Background: an optimization exercise with open tools, aiming at small area, a short achievable clock period and few clock cycles per item. Do not read the settings as production practice.
The RTL was checked by simulation tests, not by an equivalence proof against the original design.

$ cat flow/config.mk
export PLATFORM = sky130hd
export DESIGN_NAME = zlc_blkcomp
export DESIGN_NICKNAME = zlc_blkcomp
export VERILOG_FILES = /design/flow/design.v
export SDC_FILE = /design/flow/constraint.sdc
export NUM_CORES = 4
export LEC_CHECK = 0
export CAP_MARGIN = 20
export CORE_MARGIN = 2
export CORE_UTILIZATION = 40
export SLEW_MARGIN = 20
$ cat flow/constraint.sdc
create_clock -name core_clock -period 40.0 [get_ports {clk}]
set_input_delay 8.0000 -clock core_clock [delete_from_list [all_inputs] [get_ports {clk}]]
set_output_delay 8.0000 -clock core_clock [all_outputs]
set_load 0.01 [all_outputs]
$ cat flow/design.v
module zlc_blkcomp (
    input  wire         clk,
    input  wire         rst,         
    input  wire         in_valid,
    output wire         in_ready,
    input  wire [255:0] in_x,        
    input  wire [2:0]   in_fmt,      
    input  wire [1:0]   in_rnd,      
    input  wire [63:0]  in_key,      
    input  wire [31:0]  in_tile_id,
    input  wire [31:0]  in_sstep,
    input  wire [31:0]  in_index,    
    output wire         out_valid,
    input  wire         out_ready,
    output wire [7:0]   out_scale,
    output wire [127:0] out_codes,   
    output wire [4:0]   out_nnz
);
    localparam S_IDLE  = 3'd0,
               S_SCALE = 3'd1,
               S_HINIT = 3'd2,
               S_HASH  = 3'd3,
               S_ENC   = 3'd4,
               S_OUT   = 3'd5;
    reg [2:0]   state;
    reg [255:0] x_q;
    reg [2:0]   fmt_q;
    reg [1:0]   rnd_q;
    reg [63:0]  key_q;
    reg [31:0]  tile_q, sstep_q, index_q;
    reg [7:0]   scale_q;
    reg [127:0] codes_q;
    reg [4:0]   nnz_q;
    reg [3:0]   idx;
    reg [1:0]   rcnt;
    wire [7:0]  scale_c;
    wire [7:0]  code_c;
    wire        zero_c;
    wire [31:0] y0;
    wire        is_sr = (rnd_q == 2'd2);
    zc_scale u_scale (
        .x    (x_q),
        .fmt  (fmt_q),
        .code (scale_c)
    );
    zc_mix4 u_mix (
        .clk   (clk),
        .start (state == S_HINIT),
        .step  (state == S_HASH),
        .key   (key_q),
        .w0    (tile_q),
        .w1    (index_q + {28'd0, idx}),
        .w2    (sstep_q),
        .w3    ({29'd0, fmt_q}),
        .y0    (y0)
    );
    zc_encode u_enc (
        .x            (x_q[16*idx +: 16]),
        .c            (scale_q),
        .fmt          (fmt_q),
        .rnd          (rnd_q),
        .u            (y0[15:0]),
        .code         (code_c),
        .is_zero_code (zero_c)
    );
    always @(posedge clk) begin
        if (rst) begin
            state <= S_IDLE;
        end else begin
            case (state)
                S_IDLE: if (in_valid) begin
                    x_q     <= in_x;
                    fmt_q   <= in_fmt;
                    rnd_q   <= in_rnd;
                    key_q   <= in_key;
                    tile_q  <= in_tile_id;
                    sstep_q <= in_sstep;
                    index_q <= in_index;
                    state   <= S_SCALE;
                end
                S_SCALE: begin
                    scale_q <= scale_c;
                    idx     <= 4'd0;
                    nnz_q   <= 5'd0;
                    state   <= is_sr ? S_HINIT : S_ENC;
                end
                S_HINIT: begin
                    rcnt  <= 2'd0;
                    state <= S_HASH;
                end
                S_HASH: begin
                    rcnt <= rcnt + 2'd1;
                    if (rcnt == 2'd3)
                        state <= S_ENC;
                end
                S_ENC: begin
                    codes_q[8*idx +: 8] <= code_c;
                    nnz_q <= nnz_q + {4'd0, ~zero_c};
                    idx   <= idx + 4'd1;
                    if (idx == 4'd15)
                        state <= S_OUT;
                    else
                        state <= is_sr ? S_HINIT : S_ENC;
                end
                S_OUT: if (out_ready)
                    state <= S_IDLE;
                default: state <= S_IDLE;
            endcase
        end
    end
    assign in_ready  = (state == S_IDLE);
    assign out_valid = (state == S_OUT);
    assign out_scale = scale_q;
    assign out_codes = codes_q;
    assign out_nnz   = nnz_q;
endmodule
module zc_scale (
    input  wire [255:0] x,       
    input  wire [2:0]   fmt,     
    output reg  [7:0]   code
);
    integer i;
    reg         nonfinite;
    reg  [14:0] amax;
    reg  [15:0] xi;
    reg  [2:0]  lead;
    reg  [7:0]  nsig;
    reg  signed [9:0] fl2;
    reg  signed [9:0] s;
    reg  [3:0]  emaxf;
    reg  [7:0]  thr;
    always @(*) begin
        nonfinite = 1'b0;
        amax      = 15'd0;
        for (i = 0; i < 16; i = i + 1) begin
            xi = x[16*i +: 16];
            if (xi[14:7] == 8'hFF)
                nonfinite = 1'b1;
            else if (xi[14:0] > amax)
                amax = xi[14:0];
        end
        case (fmt)
            3'd2:    begin emaxf = 4'd15; thr = 8'd224; end    
            3'd3:    begin emaxf = 4'd8;  thr = 8'd224; end    
            3'd4:    begin emaxf = 4'd4;  thr = 8'd224; end    
            3'd5:    begin emaxf = 4'd2;  thr = 8'd192; end    
            3'd6:    begin emaxf = 4'd6;  thr = 8'd254; end    
            default: begin emaxf = 4'd2;  thr = 8'd224; end    
        endcase
        lead = 3'd0;
        for (i = 0; i < 7; i = i + 1)
            if (amax[i]) lead = i[2:0];
        if (amax[14:7] != 8'd0) begin
            fl2  = $signed({2'b00, amax[14:7]}) - 10'sd127;
            nsig = {1'b1, amax[6:0]};
        end else begin
            fl2  = $signed({7'd0, lead}) - 10'sd133;
            nsig = {1'b0, amax[6:0]} << (3'd7 - lead);
        end
        s = fl2 - $signed({6'd0, emaxf});
        if (nsig > thr)
            s = s + 10'sd1;
        if (fmt != 3'd2 && nonfinite)
            code = 8'd255;
        else if (amax == 15'd0)
            code = 8'd127;
        else if (s < -10'sd127)
            code = 8'd0;
        else
            code = s[7:0] + 8'd127;
    end
endmodule
module zc_encode (
    input  wire [15:0] x,        
    input  wire [7:0]  c,        
    input  wire [2:0]  fmt,      
    input  wire [1:0]  rnd,      
    input  wire [15:0] u,        
    output reg  [7:0]  code,
    output reg         is_zero_code   
);
    reg               xs;
    reg  [7:0]        xe;
    reg  [6:0]        xf;
    reg               is_nan, is_inf, is_zero, is_int;
    reg  [7:0]        sig;
    reg  [2:0]        lead;
    reg  signed [11:0] ex, lsb_e, ev, emin, qe, sh;
    reg  [1:0]        fb;
    reg  [5:0]        shc;
    reg  [58:0]       wide;
    reg  [10:0]       k;
    reg  [15:0]       t;
    reg               sticky, up;
    reg  [11:0]       kr;
    reg  signed [11:0] base;
    reg  [11:0]       mag;
    reg  [7:0]        ival;
    integer           i;
    always @(*) begin
        xs = x[15];
        xe = x[14:7];
        xf = x[6:0];
        is_nan  = (xe == 8'hFF) && (xf != 7'd0);
        is_inf  = (xe == 8'hFF) && (xf == 7'd0);
        is_zero = (xe == 8'd0) && (xf == 7'd0);
        is_int  = (fmt == 3'd6) || (fmt == 3'd7);
        case (fmt)
            3'd2:    begin emin = -12'sd14; fb = 2'd2; end    
            3'd3:    begin emin = -12'sd6;  fb = 2'd3; end    
            3'd4:    begin emin = -12'sd2;  fb = 2'd2; end    
            3'd5:    begin emin =  12'sd0;  fb = 2'd1; end    
            default: begin emin =  12'sd0;  fb = 2'd0; end    
        endcase
        sig  = {xe != 8'd0, xf};
        lead = 3'd0;
        for (i = 0; i < 7; i = i + 1)
            if (xf[i]) lead = i[2:0];
        if (xe != 8'd0) begin
            ex = $signed({4'd0, xe}) - 12'sd127;
            ev = 12'sd7;
        end else begin
            ex = -12'sd126;
            ev = $signed({9'd0, lead});
        end
        lsb_e = ex - 12'sd7 - ($signed({4'd0, c}) - 12'sd127);
        ev    = ev + lsb_e;                            
        if (is_int)
            qe = 12'sd0;
        else if (ev > emin)
            qe = ev - $signed({10'd0, fb});
        else
            qe = emin - $signed({10'd0, fb});
        sh = qe - lsb_e + 12'sd3;
        if (sh < 12'sd0)
            shc = 6'd0;
        else if (sh > 12'sd48)
            shc = 6'd48;
        else
            shc = sh[5:0];
        wide   = {sig, 3'b000, 48'd0} >> shc;
        k      = wide[58:48];
        t      = wide[47:32];
        sticky = |wide[31:0];
        case (rnd)
            2'd0:    up = t[15] & ((|t[14:0]) | sticky | k[0]);
            2'd2:    up = (u < t);
            default: up = 1'b0;
        endcase
        kr = {1'b0, k} + {11'd0, up};
        if (is_int || is_zero || ev <= emin)
            base = 12'sd0;
        else
            base = (ev - emin) <<< fb;
        mag  = base + kr;
        ival = xs ? (8'd0 - kr[7:0]) : kr[7:0];
        if (c == 8'd255)
            code = 8'h00;
        else if (is_nan)
            code = 8'h7E;                               
        else if (is_inf)
            code = {xs, 7'h7C};                         
        else begin
            case (fmt)
                3'd2, 3'd3: code = {xs, mag[6:0]};
                3'd4:       code = {2'b00, xs, mag[4:0]};
                3'd5:       code = {4'b0000, xs, mag[2:0]};
                3'd6:       code = ival;
                default:    code = {4'b0000, ival[3:0]};
            endcase
        end
        is_zero_code = (c != 8'd255) && !is_nan && !is_inf &&
                       (is_int ? (ival == 8'd0) : (mag == 12'd0));
    end
endmodule
module zc_mix4 (
    input  wire        clk,
    input  wire        start,    
    input  wire        step,     
    input  wire [63:0] key,
    input  wire [31:0] w0,
    input  wire [31:0] w1,
    input  wire [31:0] w2,
    input  wire [31:0] w3,
    output wire [31:0] y0
);
    reg  [31:0] a, b, c, d;
    reg  [1:0]  r;
    reg  [31:0] a1, b1, c1, d1;
    wire [31:0] k0 = key[31:0];
    wire [31:0] k1 = key[63:32];
    function [31:0] rotl;
        input [31:0] v;
        input integer n;
        rotl = (v << n) | (v >> (32 - n));
    endfunction
    always @(*) begin
        a1 = a + b;
        d1 = rotl(d ^ a1, 16);
        c1 = c + d1;
        b1 = rotl(b ^ c1, 12);
        a1 = a1 + b1;
        d1 = rotl(d1 ^ a1, 8);
        c1 = c1 + d1;
        b1 = rotl(b1 ^ c1, 7);
        if (r[0] == 1'b0)
            a1 = a1 + k0 + {30'd0, r};
        else
            a1 = a1 + k1 + {30'd0, r};
    end
    always @(posedge clk) begin
        if (start) begin
            a <= w0 + k0;
            b <= w1 + k1;
            c <= w2 ^ 32'h6A5C_3B19;
            d <= w3 ^ 32'h1D8F_72E4;
            r <= 2'd0;
        end else if (step) begin
            a <= b1;
            b <= c1;
            c <= d1;
            d <= a1;
            r <= r + 2'd1;
        end
    end
    assign y0 = a + w0;
endmodule
$ cat flow/run.sh
#!/bin/bash
# synth_recipe.tcl (not shown) runs the flow's synth.tcl, then flattens the netlist and writes it again
# the make line also repeats each setting of config.mk as NAME=value (left out here)
make -C /OpenROAD-flow-scripts/flow DESIGN_CONFIG=/design/flow/config.mk WORK_HOME=/design/flow/orfs CLKGATE_MAP_FILE= SYNTH_SCRIPT=/design/flow/synth_recipe.tcl finish
==> results.cfg <==
[clock_tree]
path_clk_slew_ns = 0.07
htreeDepth = 3
cts-root-buf = clkbuf_16
cts_tree = done
cts.path.max_buffers = 3
clk_latency_ns = 0.73
cts.sinks = 701
cts_inserted_buffers = 83

[detailed_routing]
routed_via_density = 5.72
drc_errors = 0
dr.pass1.iters = 8
first_iter_violations = 3935
totalWireLength_um = 199000
avgRoutedWirePerCell_um = 24.4
ant_nets = 0
num_vias = 46671

[logic_synthesis]
netlist_instances = 5637
ys_types = 123
avgSynthCellArea_um2 = 9.95
yosysSeqAreaShare_pct = 37.2
syn_nets = 6673
synth_enable_flop_cells = 683
yosys_warnings = 4
synthArstFlopShare_pct = 0
netlist_area_um2 = 56100
yosys_most_used_dff = edfxtp_1
synth-seq-cells = 701

[timing]
fin_crit_ns = 37.45
setup-tns-final_ns = 0
period_share_pct = 93.6
relSlewSlack_pct = 26.3
finalHoldViolCount = 0
final.setup_skew_ns = 0.0426
report.final.slew_viol_count = 0
setup_ws_ns = 2.55
max_freq_mhz = 26.7
worstMarginPinSlew_ns = 1.11
setup_violations = 0

[cells_and_area]
largest_register_ffs = 256
fin_area_um2 = 67200
drive_gt1_share_pct = 7.58
max_flop_register = x_q
post-route-util_pct = 48.2
fill_cells = 12914
reg_top3 = x_q (256), codes_q (128), key_q (64)
stdcell_count = 8162
num-nets-final = 7250
area_growth_pct = 19.8

[critical_path]
worstPathMaxFanout = 19
arrival_ns = 37.88
critPathRequiredTime_ns = 40.43
crit_path_end_kind = flop
critPathKind = flop to flop
start_kind = flop
slowest_delay_ns = 0.57
slowest_stage = or4_4
cp_common_cell = ha_1

[outcome]
status = complete, no violations

[global_routing]
antenna_found_initial = 16
grt.total_usage_pct = 27.0
grt_pass1_vias = 44978
grt_max_degree = 159
grt-ovfl-total = 0
grt_pass1_wl_um = 288000

[job]
max_cap_violations = 0

[die]
start_util_pct = 40.2
rows = 137
dieWidth_um = 378
ioPinCount = 568
die_y_um = 378
die_area_um2 = 143000
core-area_um2 = 139000

[placement]
dpl.cell_count = 7985
post_dp_cell_area_um2 = 64000
dp_hpwl_um = 160000
place.gp.congestion = 1.00
post-place-ws_ns = 0.222
portBuffers = 567

[min_path]
hold_class = flop to flop
[cell usage in the layout (no fill, tap or decap), types with 18 or more instances in the layout]
| master | count |
|---|---|
| o21ai_0 | 324 |
| o21a_1 | 47 |
| maj3_1 | 30 |
| mux2_2 | 30 |
| buf_4 | 92 |
| nor4_1 | 24 |
| xnor2_1 | 346 |
| a21o_1 | 78 |
| nand4_1 | 78 |
| nand2_1 | 456 |
| nand3_1 | 96 |
| a22o_1 | 61 |
| or2_2 | 23 |
| nand2b_1 | 62 |
| and2_1 | 34 |
| o21bai_1 | 172 |
| a21oi_1 | 449 |
| clkdlybuf4s50_1 | 567 |
| nor3_1 | 67 |
| edfxtp_1 | 683 |
| o21ai_1 | 30 |
| a211oi_1 | 29 |
| or3_1 | 39 |
| nor2_1 | 337 |
| inv_1 | 435 |
| and3_1 | 37 |
| clkbuf_16 | 85 |
| nor2b_1 | 66 |
| a31oi_1 | 28 |
| xor2_1 | 194 |
| mux4_2 | 79 |
| ha_1 | 589 |
| fa_1 | 22 |
| dfxtp_1 | 18 |
| mux2i_1 | 95 |
| o211ai_1 | 29 |
| a22oi_1 | 28 |
[layout make-up]
| cell class | instances | area (µm²) | share of cell area (%) |
|---|---|---|---|
| clock inverter | 57 | 599 | 0.892 |
| tap | 1876 | 2350 | 3.49 |
| sequential | 701 | 20900 | 31.1 |
| antenna | 5 | 12.5 | 0.0186 |
| clock buffer | 95 | 2160 | 3.22 |
| inverter | 437 | 1640 | 2.45 |
| timing repair buffer | 664 | 6440 | 9.59 |
| multi-input combinational | 4327 | 33100 | 49.3 |
[final timing paths]
check	cells after the start	slack, ns	to	startpoint
max	174	2.55	scale_q[2]$_SDFFCE_PP1P_	x_q[8]$_DFFE_PP_
min	2	0.46	u_mix.d[10]$_SDFFE_PP0P_	u_mix.d[10]$_SDFFE_PP0P_
max reg2reg	174	2.55	scale_q[2]$_SDFFCE_PP1P_	x_q[8]$_DFFE_PP_
min reg2reg	2	0.46	u_mix.d[10]$_SDFFE_PP0P_	u_mix.d[10]$_SDFFE_PP0P_
[timing repair]
item                                    CTS  global route
setup buffers                             0            16
resized for setup                         0            44
hold buffers                              0             0
endpoints found under the setup margin    0             8
[cell usage after synthesis (29+ instances only)]
| library cell | n | share of area, % |
|---|---|---|
| a211oi_1 | 31 | 0.42 |
| a21o_1 | 78 | 1.0 |
| a21oi_1 | 452 | 4.0 |
| a22o_1 | 62 | 0.97 |
| and2_1 | 34 | 0.38 |
| and3_1 | 37 | 0.41 |
| clkbuf_1 | 129 | 0.86 |
| edfxtp_1 | 683 | 37 |
| ha_1 | 589 | 13 |
| inv_1 | 436 | 2.9 |
| maj3_1 | 30 | 0.54 |
| mux2_2 | 30 | 0.60 |
| mux2i_1 | 99 | 1.8 |
| mux4_2 | 79 | 3.2 |
| nand2_1 | 458 | 3.1 |
| nand2b_1 | 64 | 0.71 |
| nand3_1 | 96 | 0.86 |
| nand4_1 | 78 | 0.87 |
| nor2_1 | 343 | 2.3 |
| nor2b_1 | 66 | 0.74 |
| nor3_1 | 67 | 0.60 |
| o211ai_1 | 29 | 0.39 |
| o21a_1 | 48 | 0.64 |
| o21ai_0 | 326 | 2.9 |
| o21ai_1 | 29 | 0.26 |
| o21bai_1 | 172 | 2.3 |
| or3_1 | 40 | 0.45 |
| xnor2_1 | 346 | 5.4 |
| xor2_1 | 194 | 3.0 |
[cell families (layout without fill, tap and decap cells)]
| kind of cell | after synthesis | in the layout | synth area share (%) |
|---|---|---|---|
| AOI/OAI and AO/OA | 1512 | 1513 | 17.6 |
| muxes | 220 | 220 | 5.86 |
| buffers and inverters | 612 | 1253 | 4.22 |
| xor gates and xnor gates | 540 | 540 | 8.44 |
| DFF | 701 | 701 | 37.2 |
| other | 0 | 5 | 0 |
| and+or+nand+nor | 1406 | 1408 | 12.1 |
| adders and majority gates | 646 | 646 | 14.6 |
[per-stage QoR]
step	hold WS, ns
6_report	0.458
4_1_cts	0.459
2_1_floorplan	0.430
3_5_place_dp	0.450
3_3_place_gp	0.451
5_1_grt	0.471
[layer usage]
layer  vias up  global-route usage (%)  share of wire [%]
met5         -                       0              0.047
met1     22534                    35.4                 42
met4        14                    11.7                4.8
met2      1767                    43.9                 46
li1      21960                       -                  -
met3       396                    4.43                6.8
[critical path, delay by kind of cell (launching register included)]
kind,cells,cell delay (ns)
AOI/OAI and AO/OA,58,11.73
xor gates and xnor gates,1,0.26
adders and majority gates,25,7.49
buffers and inverters,14,1.74
DFF,1,0.43
muxes,11,2.77
and+or+nand+nor,65,12.64
Testbench counts, summed over its fixed seeds: cycles 348,000, blocks 8,000.

## separate check: timing with driven ports
The flow's constraints put no driver on any port. The routed layout listed below was extracted and timed again, unchanged, in two steps. Step 1: set_driving_cell puts a clkbuf_16 on clk and a buf_2 on each other input, an assumption about the parent block. Step 2 adds t to the input delays and takes it off the output delays; t is the mean of the earliest and latest rising clock arrival at the registers after step 1. Input paths then give back, and output paths get back, about the clock's delay inside the block. a / b / c = no drivers / after step 1 / after step 2; a / b = the first two.
t, ns: 0.785
setup slack, ns: 2.549 / 2.549 / 2.549
hold slack, ns: 0.458 / 0.458 / 0.458
worst setup path at the end: register to register
slew at the worst register clock pin (ns): 0.07 / 0.07
After both steps setup and hold are still met in this run. For this run, drivers alone change the setup slack by 0.000 ns; drivers and shift together by 0.000 ns.
